Background: an optimization exercise with open tools, aiming at small area. Do not read the settings as production practice. In this exercise RTL edits were held to simulation tests only and were not proved equivalent to the original. Power and IR drop assume default switching activity.

==> flow/design.v <==
`timescale 1ns/1ps
module acq_rca #(parameter W = 8) (
    input  wire [W-1:0] a,
    input  wire [W-1:0] b,
    input  wire         ci,
    output wire [W-1:0] s,
    output wire         co
);
    wire [W:0] c;
    assign c[0] = ci;
    genvar i;
    generate
        for (i = 0; i < W; i = i + 1) begin : g
            assign s[i]   = a[i] ^ b[i] ^ c[i];
            assign c[i+1] = (a[i] & b[i]) | (c[i] & (a[i] ^ b[i]));
        end
    endgenerate
    assign co = c[W];
endmodule
module acq_csel #(parameter W = 16, parameter WL = 8) (
    input  wire [W-1:0] a,
    input  wire [W-1:0] b,
    input  wire         ci,
    output wire [W-1:0] s,
    output wire         co
);
    wire [WL-1:0]   sl;
    wire            cl;
    wire [W-WL-1:0] s0, s1;
    wire            c0, c1;
    acq_rca #(WL)   u_l  (.a(a[WL-1:0]), .b(b[WL-1:0]), .ci(ci),   .s(sl), .co(cl));
    acq_rca #(W-WL) u_h0 (.a(a[W-1:WL]), .b(b[W-1:WL]), .ci(1'b0), .s(s0), .co(c0));
    acq_rca #(W-WL) u_h1 (.a(a[W-1:WL]), .b(b[W-1:WL]), .ci(1'b1), .s(s1), .co(c1));
    assign s  = {(cl ? s1 : s0), sl};
    assign co = cl ? c1 : c0;
endmodule
module acq_csel3 #(parameter W = 41, parameter W0 = 14, parameter W1 = 14) (
    input  wire [W-1:0] a,
    input  wire [W-1:0] b,
    input  wire         ci,
    output wire [W-1:0] s,
    output wire         co
);
    localparam W2 = W - W0 - W1;
    wire [W0-1:0] sl;
    wire          cl;
    wire [W1-1:0] sm0, sm1;
    wire          cm0, cm1;
    wire [W2-1:0] sh0, sh1;
    wire          ch0, ch1;
    acq_rca #(W0) u_l  (.a(a[W0-1:0]),       .b(b[W0-1:0]),       .ci(ci),   .s(sl),  .co(cl));
    acq_rca #(W1) u_m0 (.a(a[W0+W1-1:W0]),   .b(b[W0+W1-1:W0]),   .ci(1'b0), .s(sm0), .co(cm0));
    acq_rca #(W1) u_m1 (.a(a[W0+W1-1:W0]),   .b(b[W0+W1-1:W0]),   .ci(1'b1), .s(sm1), .co(cm1));
    acq_rca #(W2) u_h0 (.a(a[W-1:W0+W1]),    .b(b[W-1:W0+W1]),    .ci(1'b0), .s(sh0), .co(ch0));
    acq_rca #(W2) u_h1 (.a(a[W-1:W0+W1]),    .b(b[W-1:W0+W1]),    .ci(1'b1), .s(sh1), .co(ch1));
    wire cmid = cl ? cm1 : cm0;
    assign s  = {(cmid ? sh1 : sh0), (cl ? sm1 : sm0), sl};
    assign co = cmid ? ch1 : ch0;
endmodule
module acq_inc #(parameter W = 8) (
    input  wire [W-1:0] a,
    input  wire         ci,
    output wire [W-1:0] s,
    output wire         co
);
    wire [W:0] c;
    assign c[0] = ci;
    genvar i;
    generate
        for (i = 0; i < W; i = i + 1) begin : g
            assign s[i]   = a[i] ^ c[i];
            assign c[i+1] = a[i] & c[i];
        end
    endgenerate
    assign co = c[W];
endmodule
module acq_decim (
    input  wire        clk,
    input  wire        rst,
    input  wire        start,
    input  wire [2:0]  order,
    input  wire [10:0] ratio,
    input  wire [31:0] cal_ofs,
    input  wire [31:0] cal_gain,
    input  wire        x_valid,
    input  wire [13:0] x,
    output reg         res_valid,
    output wire [29:0] res_f,
    output wire [31:0] res_v,
    output wire        res_clip,
    output wire        res_sat
);
    localparam [2:0] ST_IDLE = 3'd0,
                     ST_ACC  = 3'd1,
                     ST_MUL  = 3'd2,
                     ST_DIV  = 3'd3,
                     ST_CAL  = 3'd4;
    reg [2:0]  st;
    reg [4:0]  cnt;
    reg        busy;       
    reg        sp1;        
    reg        sc;         
    reg [10:0] pd;         
    reg [2:0]  blk;        
    reg        tflag;      
    reg        clip;
    reg [2:0]  a1;
    reg [11:0] a2;
    reg [20:0] a3;
    reg [30:0] a4;
    reg [53:0] S;
    reg [31:0] phi;
    reg [13:0] xr;
    reg        cy;
    reg        eh, el, ep;
    reg        rx;         
    reg  [1:0] ordm;
    wire k1 = (ordm == 2'd0);
    wire k2 = (ordm == 2'd1);
    wire k3 = (ordm == 2'd2);
    wire k4 = (ordm == 2'd3);
    wire [2:0] ordr = {1'b0, ordm} + 3'd1;
    reg [2:0] tap;
    always @(*) begin
        tap = 3'd0;
        if (tflag) begin
            case ({ordr, blk})
                {3'd1, 3'd1}: tap = 3'b111;    
                {3'd2, 3'd1}: tap = 3'b110;    
                {3'd3, 3'd1}: tap = 3'b101;    
                {3'd3, 3'd2}: tap = 3'b011;    
                default:      tap = 3'd0;
            endcase
        end
    end
    wire [2:0] tap4 = (tflag && k4) ?
                      ((blk == 3'd2) ? 3'b110 : (blk == 3'd1 || blk == 3'd3) ? 3'b100 : 3'd0) : 3'd0;
    wire [2:0]  a1_n;
    wire [11:0] a2_n;
    wire [20:0] a3_n;
    wire [11:0] a2_b = k3 ? {{9{tap[2]}}, tap} : {{9{a1[2]}}, a1};
    wire [20:0] a3_b = (k1 | k2) ? {{18{tap[2]}}, tap} : {{9{a2[11]}}, a2};
    wire [30:0] a4_b = {{10{a3[20]}}, a3};
    acq_rca  #(3)      u_a1 (.a(a1), .b(tap4), .ci(1'b0), .s(a1_n), .co());
    acq_rca  #(12)     u_a2 (.a(a2), .b(a2_b), .ci(1'b0), .s(a2_n), .co());
    acq_rca  #(21)     u_a3 (.a(a3), .b(a3_b), .ci(1'b0), .s(a3_n), .co());
    wire h_end = ((a4 ^ a4_b) == {(a4[29:0] | a4_b[29:0]), 1'b0});
    wire cal   = (st == ST_CAL);
    wire div   = (st == ST_DIV);
    wire aup   = (st == ST_ACC) && (cnt == 5'd7);
    wire step0 = cal ? (cnt == 5'd1) : (cnt == 5'd0);
    wire rneg  = (cnt == 5'd0) ? S[53] : rx;
    wire bb2 = cal ? eh : xr[1];
    wire bb1 = cal ? el : xr[0];
    wire bb0 = step0 ? 1'b0 : ep;
    wire fix   = div | aup;                      
    wire d_neg = fix ? (div & ~rneg) : (bb2 & ~(bb1 & bb0));
    wire d_one = fix | (bb1 ^ bb0);
    wire d_two = ~fix & ((bb2 & ~bb1 & ~bb0) | (~bb2 & bb1 & bb0));
    wire [40:0] mcand  = cal ? {{9{cal_gain[31]}}, cal_gain} :
                         div ? {phi[26:0], xr} : {10'd0, a4};
    wire [40:0] mag    = d_two ? {mcand[39:0], 1'b0} : (d_one ? mcand : 41'd0);
    wire [40:0] addend = d_neg ? ~mag : mag;
    wire [40:0] opa    = div   ? S[53:13] :
                         aup   ? {{10{a4_b[30]}}, a4_b} :
                         step0 ? (cal ? 41'd524288 : (st == ST_ACC) ? {27'd0, S[13:0]} : 41'd0) :
                                 {{9{phi[31]}}, phi};
    wire [40:0] bsum;
    acq_csel3 #(41, 14, 14) u_alu (.a(opa), .b(addend), .ci(d_neg), .s(bsum), .co());
    wire [21:0] s1_s;
    wire        s1_c;
    wire [17:0] s2_s;
    acq_rca #(22) u_s1 (.a(S[35:14]), .b(phi[21:0]), .ci(1'b0), .s(s1_s), .co(s1_c));
    acq_rca #(18) u_s2 (.a(S[53:36]), .b({{8{phi[31]}}, phi[31:22]}), .ci(sc), .s(s2_s), .co());
    wire [40:0] dsub = bsum;
    wire        dge  = ~bsum[40];
    wire [30:0] q31 = {S[13:0], a3[16:0]};
    wire [29:0] fs;                                            
    acq_inc #(30) u_fp (.a(q31[30:1]), .ci(q31[0]), .s(fs), .co());
    wire [33:0] fse = {{4{fs[29]}}, fs};
    wire [33:0] ose = ~{{2{cal_ofs[31]}}, cal_ofs};
    wire [1:0]  fdig = fse[{cnt, 1'b0} +: 2];
    wire [1:0]  odig = ose[{cnt, 1'b0} +: 2];
    wire [1:0]  esum;
    wire        ecy;
    acq_rca #(2) u_e (.a(fdig), .b(odig), .ci((cnt == 5'd0) ? 1'b1 : cy), .s(esum), .co(ecy));
    wire sat = ~((&phi[31:17]) | ~(|phi[31:17]));
    assign res_f    = fs;
    assign res_v    = sat ? {phi[31], {31{~phi[31]}}} : {phi[17:0], xr};
    assign res_sat  = sat;
    assign res_clip = clip;
    always @(posedge clk) begin
        if (rst) begin
            st        <= ST_IDLE;
            res_valid <= 1'b0;
            busy      <= 1'b0;
            sp1       <= 1'b0;
        end else begin
            res_valid <= 1'b0;
            sp1 <= 1'b0;
            if (sp1)
                S[53:36] <= s2_s;
            case (st)
                ST_IDLE: begin
                    if (start) begin
                        st    <= ST_ACC;
                        busy  <= 1'b0;
                        pd    <= ratio;
                        blk   <= 3'd0;
                        clip  <= 1'b0;
                        ordm  <= order[1:0] - 2'd1;
                        a1    <= (order == 3'd4) ? 3'd1 : 3'd0;
                        a2    <= (order == 3'd4 || order == 3'd3) ? 12'd1 : 12'd0;
                        a3    <= (order == 3'd1) ? 21'd0 : 21'd1;
                        a4    <= 31'd1;
                        S     <= 54'd0;
                    end
                end
                ST_ACC: begin
                    if (busy) begin
                        cnt <= cnt + 5'd1;
                        if (cnt != 5'd7) begin
                            phi <= bsum[33:2];
                            xr  <= {bsum[1:0], xr[13:2]};
                            ep  <= xr[1];
                        end
                        if (cnt == 5'd0) a1 <= a1_n;
                        if (cnt == 5'd1) a2 <= a2_n;
                        if (cnt == 5'd2) a3 <= a3_n;
                        if (cnt == 5'd7) begin
                            busy     <= 1'b0;
                            S[13:0]  <= xr;
                            S[35:14] <= s1_s;
                            sc       <= s1_c;
                            sp1      <= 1'b1;
                            a4       <= bsum[30:0];
                            if (h_end) begin
                                a4  <= {20'd0, ratio};
                                xr  <= {3'd0, ratio};
                                a3  <= 21'd0;
                                blk <= {1'b0, ordm};
                                cnt <= 5'd0;
                                st  <= ST_MUL;
                            end
                        end
                    end
                    if (x_valid) begin
                        busy <= 1'b1;
                        cnt  <= 5'd0;
                        xr   <= x;
                        if (x == 14'h2000 || x == 14'h1fff)
                            clip <= 1'b1;
                        if (pd == 11'd1) begin
                            pd    <= ratio;
                            blk   <= blk + 3'd1;
                            tflag <= 1'b1;
                        end else begin
                            pd    <= pd - 11'd1;
                            tflag <= 1'b0;
                        end
                    end
                end
                ST_MUL: begin
                    cnt <= cnt + 5'd1;
                    if (blk == 3'd0) begin
                        if (cnt == 5'd0) begin
                            phi <= 32'd0;
                            cnt <= 5'd0;
                            st  <= ST_DIV;
                        end
                    end else if (cnt != 5'd7) begin
                        phi <= bsum[33:2];
                        xr  <= {bsum[1:0], xr[13:2]};
                        ep  <= xr[1];
                    end else begin
                        cnt <= 5'd0;
                        if (blk == 3'd1) begin
                            st <= ST_DIV;
                        end else begin
                            blk <= blk - 3'd1;
                            a4  <= {phi[16:0], xr};
                            xr  <= {3'd0, ratio};
                        end
                    end
                end
                ST_DIV: begin
                    cnt <= cnt + 5'd1;
                    S   <= {dsub[39:0], S[12:0], a3[16]};
                    rx  <= dsub[40];
                    a3  <= {a3[20:17], a3[15:0], dge};
                    if (cnt == 5'd30) begin
                        st  <= ST_CAL;
                        cnt <= 5'd0;
                    end
                end
                ST_CAL: begin
                    cnt <= cnt + 5'd1;
                    eh  <= esum[1];
                    el  <= esum[0];
                    cy  <= ecy;
                    ep  <= (cnt == 5'd0) ? 1'b0 : eh;
                    if (cnt != 5'd0) begin
                        phi <= bsum[33:2];
                        xr  <= {bsum[1:0], xr[13:2]};
                    end
                    if (cnt == 5'd17) begin
                        st        <= ST_IDLE;
                        res_valid <= 1'b1;
                    end
                end
                default: st <= ST_IDLE;
            endcase
        end
    end
endmodule
==> flow/config.mk <==
export PLATFORM = sky130hd
export DESIGN_NAME = acq_decim
export DESIGN_NICKNAME = acq_decim
export VERILOG_FILES = /design/flow/design.v
export SDC_FILE = /design/flow/constraint.sdc
export NUM_CORES = 4
export LEC_CHECK = 0
export CAP_MARGIN = 20
export CORE_MARGIN = 2
export CORE_UTILIZATION = 65
export SLEW_MARGIN = 20
export SYNTH_HIERARCHICAL = 1
export SYNTH_MINIMUM_KEEP_SIZE = 0
==> flow/constraint.sdc <==
create_clock -name core_clock -period 12.0 [get_ports {clk}]
set_input_delay 2.4000 -clock core_clock [delete_from_list [all_inputs] [get_ports {clk}]]
set_output_delay 2.4000 -clock core_clock [all_outputs]
set_load 0.01 [all_outputs]
standard.sh (not shown) runs the stock make flow with config.mk's settings and CLKGATE_MAP_FILE= SYNTH_SCRIPT=/design/flow/synth_recipe.tcl, a recipe that flattens the netlist after the stock synthesis.
==> flow/flow/run.sh <==
#!/bin/bash
set -uo pipefail
bash standard.sh \
  "BUFFER_PORTS_ARGS=-buffer_cell sky130_fd_sc_hd__buf_1" \
  "CTS_ARGS=-sink_clustering_enable -repair_clock_nets -dont_use_dummy_load" \
  finish > flow_make.log 2>&1
rc=$?
tail -40 flow_make.log
exit $rc
The starting point completed without violations.
==> next run, changes <==
--- a/flow/design.v
+++ b/flow/design.v
@@ -144,7 +144,6 @@
     acq_rca  #(3)      u_a1 (.a(a1), .b(tap4), .ci(1'b0), .s(a1_n), .co());
     acq_rca  #(12)     u_a2 (.a(a2), .b(a2_b), .ci(1'b0), .s(a2_n), .co());
     acq_rca  #(21)     u_a3 (.a(a3), .b(a3_b), .ci(1'b0), .s(a3_n), .co());
-    wire h_end = ((a4 ^ a4_b) == {(a4[29:0] | a4_b[29:0]), 1'b0});
     wire cal   = (st == ST_CAL);
     wire div   = (st == ST_DIV);
     wire aup   = (st == ST_ACC) && (cnt == 5'd7);
@@ -234,16 +233,16 @@
                             sc       <= s1_c;
                             sp1      <= 1'b1;
                             a4       <= bsum[30:0];
-                            if (h_end) begin
-                                a4  <= {20'd0, ratio};
-                                xr  <= {3'd0, ratio};
-                                a3  <= 21'd0;
-                                blk <= {1'b0, ordm};
-                                cnt <= 5'd0;
-                                st  <= ST_MUL;
-                            end
                         end
                     end
+                    if (!busy && a4 == 31'd0) begin
+                        a4  <= {20'd0, ratio};
+                        xr  <= {3'd0, ratio};
+                        a3  <= 21'd0;
+                        blk <= {1'b0, ordm};
+                        cnt <= 5'd0;
+                        st  <= ST_MUL;
+                    end
                     if (x_valid) begin
                         busy <= 1'b1;
                         cnt  <= 5'd0;
The changed run completed without violations.
Total power falls by about 20%.
Critical path depth rises by 1.
Synthesized area falls by about 6%.
Clock power falls by about 3.5%.
Non-clock buffer count falls by 10.
Utilization falls by 0.86 points.
Setup slack degrades by 190 ps.
Die area falls by about 6%.
Cell count falls by 10%.
Worst hold slack improves by 5.6 ps.
Wire length falls by about 9%.

[separate check: timing with driven ports]
Ports are ideal in the flow. The routed layouts listed here were re-timed in OpenROAD. Step 1, drivers: a clkbuf_16 drives clk and a buf_2 each remaining input, both assumed. Step 2, shift: input delay + t, output delay - t, t = (earliest + latest rising clock arrival at the registers) / 2. This alone moves slack from input paths to output paths. Three values: ideal ports, drivers, drivers and shift; two values: the first two.
run | shift t [ns] | setup WS [ns] | latest minus earliest clock arrival (ns)
the first run | 0.584 | 1.420 / 1.420 / 1.420 | 0.031 / 0.030
the second run | 0.576 | 1.230 / 1.230 / 1.230 | 0.034 / 0.033
After both steps setup and hold are still met in every run listed.
